Source: an optimization exercise on an open RTL-to-GDS flow (aim: small area and a short achievable clock period). Production flows keep margins and buffers that such runs may drop.
Only simulation tests tie the RTL to the original design; equivalence was not proved.

==> inputs of 01-15 <==
==> flow/design.v (excerpt) <==
module cledon_narrow (
    input  wire         clk,
    input  wire         rst,           
    input  wire         cfg_load,      
    input  wire [31:0]  cfg_seed,
    input  wire         in_valid,
    input  wire [127:0] in_data,       
    input  wire [3:0]   in_fmt,
    input  wire [1:0]   in_rnd,
    input  wire         in_strict,
    input  wire [7:0]   in_scale,
    output reg          out_valid,
    output reg  [63:0]  out_code,      
    output reg  [3:0]   out_sat,
    output reg  [3:0]   out_nan_in,
    output reg  [3:0]   out_strict_nan,
    output reg  [3:0]   out_nonzero,
    output reg  [3:0]   out_flushed
);
    reg  [31:0] st_r;
    reg         a_load, a_took, b_took;
    reg  [31:0] a_seed;
    wire [15:0] lf_s1, lf_s2, lf_s3;
    wire [31:0] lf_s4;
    wire lf_x0 = st_r[1] ^ st_r[12];
    wire lf_x1 = st_r[0] ^ st_r[11];
    wire lf_x2 = st_r[2] ^ st_r[5];
    wire lf_x3 = st_r[22] ^ st_r[28];
    wire lf_x4 = st_r[23] ^ st_r[29];
    wire lf_x5 = st_r[21] ^ st_r[27];
    wire lf_x6 = st_r[18] ^ st_r[24];
    wire lf_x7 = st_r[3] ^ st_r[6];
    wire lf_x8 = st_r[7] ^ st_r[13];
    wire lf_x9 = st_r[19] ^ st_r[25];
    wire lf_x10 = st_r[8] ^ st_r[14];
    wire lf_x11 = st_r[10] ^ st_r[16];
    wire lf_x12 = st_r[20] ^ st_r[26];
    wire lf_x13 = st_r[9] ^ st_r[15];
    wire lf_x14 = st_r[17] ^ lf_x1;
  ...
==> module cledon_narrow_lane, before the edit <==
module cledon_narrow_lane (
    input  wire        clk,
    input  wire [31:0] x,
    input  wire        a_bf, a_fp16, a_e4, a_e5, a_i8,
    input  wire [7:0]  a_kk,      
    input  wire [9:0]  a_tk,      
    input  wire [5:0]  a_cmk,     
    input  wire [4:0]  a_qs,      
    input  wire [5:0]  a_v6,      
    input  wire        a_v6z,     
    input  wire        b_ne,
    input  wire        b_sr,
    input  wire [15:0] draw,
    input  wire        b_fp16, b_e4, b_e5, b_i8,
    input  wire        b_strict,
    output reg  [15:0] code,
    output reg         sat,
    output reg         nan_in,
    output reg         strict_nan,
    output reg         nonzero,
    output reg         flushed
);
    wire        s    = x[31];
    wire [7:0]  E    = x[30:23];
    wire [22:0] M    = x[22:0];
    wire        h    = |E;
    wire        e_ff = &E;
    wire        m_nz = |M;
    wire        is_nan = e_ff & m_nz;
    wire        is_inf = e_ff & !m_nz;
    wire        nz     = !e_ff & (h | m_nz);
    wire [23:0] sig  = {h, M};
    reg [4:0] p;
    integer i;
    always @(*) begin
        p = 5'd0;
        for (i = 0; i < 23; i = i + 1)
            if (M[i]) p = i[4:0];
    end
    reg [4:0] tz;
    always @(*) begin
        tz = 5'd0;
        for (i = 23; i >= 0; i = i - 1)
            if (sig[i]) tz = i[4:0];
    end
    wire signed [9:0] S = $signed({2'b00, E}) + $signed({{2{a_kk[7]}}, a_kk});
    wire norm_h = $signed({2'b00, E}) > $signed(a_tk);
    wire shz_h  = (a_fp16 & (S < 10'sd57)) | (a_e4 & (S < 10'sd72)) | (a_e5 & (S < 10'sd65)) | (a_i8 & (S < 10'sd81));
    wire [5:0] dlo = a_cmk - E[5:0];
    wire [5:0] n17 = a_fp16 ? 6'd7 : a_e4 ? 6'd14 : a_e5 ? 6'd15 : 6'd10;
    wire ebig   = norm_h & ((a_e4 & (S > 10'sd135)) | ((a_fp16 | a_e5) & (S > 10'sd143)));
    wire int_big = a_i8 & (S > 10'sd133);
    wire [7:0] bexp_h = a_bf ? E : a_e4 ? {4'd0, ~S[3], S[2:0]} : {3'd0, ~S[4], S[3:0]};
    wire norm_s = p > a_qs;
    wire [4:0] bexp_s = p - a_qs;
    wire [5:0] nsh_s  = {1'b0, p} - (a_e4 ? 6'd9 : 6'd8);
    wire normal = h ? norm_h : norm_s;
    wire [5:0] shc = h ? (norm_h ? n17 : dlo) : (norm_s ? nsh_s : a_v6);
    wire shz = !normal & (h ? shz_h : a_v6z);
    wire [33:0] wide = {sig, 10'd0};
    wire [33:0] win  = wide >> shc;
    wire [9:0]  q    = shz ? 10'd0 : win[25:16];
    wire [15:0] fr   = shz ? 16'd0 : win[15:0];
    wire [5:0]  tzm5 = {1'b0, tz} - 6'd5;
    wire sticky = tzm5[5] | (tzm5 < shc) | shz;    
    wire [7:0] bexp = h ? bexp_h : {3'd0, bexp_s};
    reg [14:0] cpre;
    always @(*) begin
        cpre = {5'd0, q};
        if (normal)
            case (1'b1)
                a_bf:    cpre = {bexp, q[6:0]};
                a_fp16:  cpre = {bexp[4:0], q[9:0]};
                a_e4:    cpre = {8'd0, bexp[3:0], q[2:0]};
                default: cpre = {8'd0, bexp[4:0], q[1:0]};
            endcase
    end
    wire big = is_inf | (nz & (ebig | int_big));
    reg        b_s, b_sticky, b_nan, b_big, b_nz;
    reg [14:0] b_cpre;
    reg [15:0] b_fr;
    always @(posedge clk) begin
        b_s      <= s;
        b_sticky <= sticky;
        b_nan    <= is_nan;
        b_big    <= big;
        b_nz     <= nz;
        b_cpre   <= cpre;
        b_fr     <= fr;
    end
    wire b_up = b_ne ? (b_fr[15] & (b_sticky | b_cpre[0])) : (b_sr & (b_fr > ~draw));
    reg [14:0] maxc;
    always @(*) begin
        case (1'b1)
            b_fp16:  maxc = 15'h7BFF;
            b_e4:    maxc = 15'h007E;
            b_e5:    maxc = 15'h007B;
            b_i8:    maxc = 15'h007F;
            default: maxc = 15'h7F7F;
        endcase
    end
    wire gt    = b_cpre > maxc;
    wire eq    = b_cpre == maxc;
    wire neg_i = b_i8 & b_s;
    wire [14:0] cx   = b_cpre ^ {15{neg_i}};
    wire [14:0] inc  = cx + 15'd1;
    wire [14:0] sum0 = neg_i ? inc : cx;       
    wire [14:0] sum1 = neg_i ? cx  : inc;      
    wire [15:0] nanc = b_fp16 ? 16'h7E00 : b_e4 ? 16'h007F : b_e5 ? 16'h007E : b_i8 ? 16'h0000 : 16'h7FC0;
    wire [15:0] satc = b_fp16 ? {b_s, 15'h7BFF} : b_e4 ? {8'd0, b_s, 7'h7E} : b_e5 ? {8'd0, b_s, 7'h7B}
                     : b_i8 ? (b_s ? 16'h0081 : 16'h007F) : {b_s, 15'h7F7F};
    wire strict_f = b_strict & !b_i8;
    function [20:0] result;     
        input        ovf;
        input [14:0] sm;
        input        zero;       
        reg   [15:0] numc;
        begin
            numc = b_i8 ? {8'd0, sm[7:0]} : (b_e4 | b_e5) ? {8'd0, b_s, sm[6:0]} : {b_s, sm};
            if (b_nan)
                result = {nanc, 1'b0, 1'b1, strict_f, 1'b0};
            else if (ovf)
                result = strict_f ? {nanc, 1'b0, 1'b0, 1'b1, 1'b0} : {satc, 1'b1, 1'b0, 1'b0, 1'b0};
            else
                result = {numc, 1'b0, 1'b0, 1'b0, b_nz & zero};
        end
    endfunction
    wire [20:0] res0 = result(b_big | gt,      sum0, b_cpre == 15'd0);
    wire [20:0] res1 = result(b_big | gt | eq, sum1, 1'b0);
    always @(*) begin
        nonzero = b_nz;
        {code, sat, nan_in, strict_nan, flushed} = b_up ? res1 : res0;
    end
endmodule
Settings: LEC_CHECK=0, CAP_MARGIN=20, CORE_MARGIN=2, CORE_UTILIZATION=65, SLEW_MARGIN=20; clock period 20.0 ns.
standard.sh (not shown) runs the stock make flow with config.mk's settings and CLKGATE_MAP_FILE= SYNTH_SCRIPT=/design/flow/synth_recipe.tcl, a recipe that flattens the netlist after the stock synthesis.
==> flow/flow/run.sh <==
#!/bin/bash
# Own layout flow: the standard ORFS flow, with timing repair asked to reach a
# setup slack well above what the 20 ns clock needs, so that it sizes up and buffers
# the long paths. Constraints (SDC) and everything else are the standard ones.
set -euo pipefail
export SETUP_SLACK_MARGIN=14.5
bash standard.sh > standard_flow.log 2>&1
==> 01-09 (differences from 01-15) <==
--- a/flow/design.v
+++ b/flow/design.v
@@ -56,12 +56,12 @@
     wire [5:0] nsh_s  = {1'b0, p} - (a_e4 ? 6'd9 : 6'd8);
     wire normal = h ? norm_h : norm_s;
-    wire [5:0] shc = h ? (norm_h ? n17 : dlo) : (norm_s ? nsh_s : a_v6);
     wire shz = !normal & (h ? shz_h : a_v6z);
+    wire [5:0] shc = shz ? 6'd63 : h ? (norm_h ? n17 : dlo) : (norm_s ? nsh_s : a_v6);
     wire [33:0] wide = {sig, 10'd0};
     wire [33:0] win  = wide >> shc;
-    wire [9:0]  q    = shz ? 10'd0 : win[25:16];
-    wire [15:0] fr   = shz ? 16'd0 : win[15:0];
+    wire [9:0]  q    = win[25:16];
+    wire [15:0] fr   = win[15:0];
     wire [5:0]  tzm5 = {1'b0, tz} - 6'd5;
-    wire sticky = tzm5[5] | (tzm5 < shc) | shz;    
+    wire sticky = tzm5[5] | (tzm5 < shc);    
     wire [7:0] bexp = h ? bexp_h : {3'd0, bexp_s};
     reg [14:0] cpre;
@@ -126,9 +126,8 @@
         end
     endfunction
-    wire [20:0] res0 = result(b_big | gt,      sum0, b_cpre == 15'd0);
-    wire [20:0] res1 = result(b_big | gt | eq, sum1, 1'b0);
     always @(*) begin
         nonzero = b_nz;
-        {code, sat, nan_in, strict_nan, flushed} = b_up ? res1 : res0;
+        {code, sat, nan_in, strict_nan, flushed} =
+            result(b_big | gt | (eq & b_up), b_up ? sum1 : sum0, (b_cpre == 15'd0) & !b_up);
     end
 endmodule
==> flow/flow/run.sh (replaced) <==
#!/bin/bash
# Own layout flow: the standard ORFS flow (standard.sh, unchanged synthesis and
# constraints) with these changes in how the layout is made:
#  - timing repair is asked for a setup slack well above what the 20 ns clock needs,
#    so that it sizes up and buffers the long paths;
#  - the port buffers are plain buf_2 cells instead of the default delay buffers;
#  - the clock tree uses smaller buffers (a clkbuf_16 at the root), clusters of 16 sinks and no dummy loads.
set -euo pipefail
export SETUP_SLACK_MARGIN=15.0
export BUFFER_PORTS_ARGS="-buffer_cell sky130_fd_sc_hd__buf_2"
export CTS_ARGS="-sink_clustering_enable -repair_clock_nets -dont_use_dummy_load -buf_list {sky130_fd_sc_hd__clkbuf_8} -root_buf sky130_fd_sc_hd__clkbuf_16 -sink_clustering_size 16 -sink_clustering_max_diameter 60"
bash standard.sh > standard_flow.log 2>&1
Settings changed: ABC_AREA set to 1, CORE_UTILIZATION 65 to 40.
==> 04-18 (differences from 01-15) <==
--- a/flow/design.v
+++ b/flow/design.v
@@ -56,12 +56,12 @@
     wire [5:0] nsh_s  = {1'b0, p} - (a_e4 ? 6'd9 : 6'd8);
     wire normal = h ? norm_h : norm_s;
-    wire [5:0] shc = h ? (norm_h ? n17 : dlo) : (norm_s ? nsh_s : a_v6);
     wire shz = !normal & (h ? shz_h : a_v6z);
+    wire [5:0] shc = shz ? 6'd63 : h ? (norm_h ? n17 : dlo) : (norm_s ? nsh_s : a_v6);
     wire [33:0] wide = {sig, 10'd0};
     wire [33:0] win  = wide >> shc;
-    wire [9:0]  q    = shz ? 10'd0 : win[25:16];
-    wire [15:0] fr   = shz ? 16'd0 : win[15:0];
+    wire [9:0]  q    = win[25:16];
+    wire [15:0] fr   = win[15:0];
     wire [5:0]  tzm5 = {1'b0, tz} - 6'd5;
-    wire sticky = tzm5[5] | (tzm5 < shc) | shz;    
+    wire sticky = tzm5[5] | (tzm5 < shc);    
     wire [7:0] bexp = h ? bexp_h : {3'd0, bexp_s};
     reg [14:0] cpre;
@@ -126,9 +126,8 @@
         end
     endfunction
-    wire [20:0] res0 = result(b_big | gt,      sum0, b_cpre == 15'd0);
-    wire [20:0] res1 = result(b_big | gt | eq, sum1, 1'b0);
     always @(*) begin
         nonzero = b_nz;
-        {code, sat, nan_in, strict_nan, flushed} = b_up ? res1 : res0;
+        {code, sat, nan_in, strict_nan, flushed} =
+            result(b_big | gt | (eq & b_up), b_up ? sum1 : sum0, (b_cpre == 15'd0) & !b_up);
     end
 endmodule
==> flow/flow/run.sh (replaced) <==
#!/bin/bash
# Own layout flow: the standard ORFS flow (standard.sh, unchanged synthesis and
# constraints) with these changes in how the layout is made:
#  - timing repair is asked for a setup slack well above what the 20 ns clock needs,
#    so that it sizes up and buffers the long paths;
#  - the port buffers are plain buf_2 cells instead of the default delay buffers;
#  - the clock tree uses smaller buffers (a clkbuf_16 at the root), clusters of 16 sinks and no dummy loads.
set -euo pipefail
export SETUP_SLACK_MARGIN=14.9
export BUFFER_PORTS_ARGS="-buffer_cell sky130_fd_sc_hd__buf_2"
export CTS_ARGS="-sink_clustering_enable -repair_clock_nets -dont_use_dummy_load -buf_list {sky130_fd_sc_hd__clkbuf_8} -root_buf sky130_fd_sc_hd__clkbuf_16 -sink_clustering_size 16 -sink_clustering_max_diameter 60"
bash standard.sh > standard_flow.log 2>&1
Settings changed: ABC_AREA set to 1, CORE_UTILIZATION 65 to 55.
==> 09-21 (differences from 01-15) <==
Settings changed: CORE_UTILIZATION 65 to 40.
==> summary.txt <==
GRT
  – Grt met3 use: 0.0355

Logic synthesis
  – Largest family of logic cells by synthesized area: simple AND/OR/NAND/NOR gates

Clock tree
  – CTS resizes: 161

Run status
  – Status: finished clean

Worst setup path
  – Worst-path maximum fanout: 1

Layout
  – Clock buffer count: 52

STA
  – Worst Skew: 0.117 ns
That was 01-09.
==> summary.txt <==
Run status
  – Status: finished clean

Worst setup path
  – Worst reg2reg endpoint: lane[0].u_lane.b_fr[1]
  – Flop2flop setup slack: 14.64 ns
  – CP max stage cell: dlygate4sd2_1
  – Worst-path maximum fanout: 13

GRT
  – Grt met3 use: 0.0546

Clock tree
  – CTS resizes: 119

STA
  – Worst Skew: 0.0150 ns

Logic synthesis
  – Post-synthesis compound-gate area fraction: 0.238
  – Largest family of logic cells by synthesized area: compound AO/OA/AOI/OAI gates
That was 09-21.
==> summary.txt <==
Clock tree
  – CTS resizes: 41
  – H-tree levels: 2

GRT
  – Total track usage: 0.424
  – Grt met3 use: 0.0965

Logic synthesis
  – Largest family of logic cells by synthesized area: compound AO/OA/AOI/OAI gates

Run status
  – Status: finished clean

Layout
  – Finished Core Util: 0.748
  – Clock buffer count: 63

STA
  – Worst Skew: 0.0253 ns

Worst setup path
  – CP endpoint: out_flushed[0]
  – Worst-path maximum fanout: 1
That was 01-15.
==> summary.txt <==
Run status
  – Status: finished clean

Worst setup path
  – Worst-path maximum fanout: 1

Logic synthesis
  – Largest family of logic cells by synthesized area: simple AND/OR/NAND/NOR gates
  – Synth warn: 2

STA
  – Worst Skew: 0.0852 ns

Layout
  – Clock buffer count: 48
  – ANT cells: 4

GRT
  – Grt met3 use: 0.0716

Clock tree
  – CTS resizes: 79
That was 04-18.

-- separate check: timing with driven ports --
No port has a modelled driver above. Below, the same layouts with a new extraction and two added sets of constraints.
Step 1: set_driving_cell puts a clkbuf_16 on clk and a buf_2 on each other input, an assumption about the parent block.
Step 2 also shifts input and output timing later by t, the mid clock arrival at the registers, as if the neighbouring blocks saw the same clock.
a / b / c = ideal / step 1 / step 2; a / b = the first two.
run | shift t [ns] | slack for setup (ns) | worst setup path after step 2
01-15 | 0.678 | 14.531 / 14.467 / 14.018 | input to register
01-09 | 0.665 | 14.857 / 14.780 / 14.487 | input to register
04-18 | 0.635 | 14.910 / 14.841 / 14.421 | input to register
09-21 | 0.714 | 14.625 / 14.638 / 13.954 | input to register
After both steps setup and hold are still met in every run listed. The setup slack of 09-21, which loses most, moves by +0.013 ns with the drivers and by -0.671 ns with both steps.
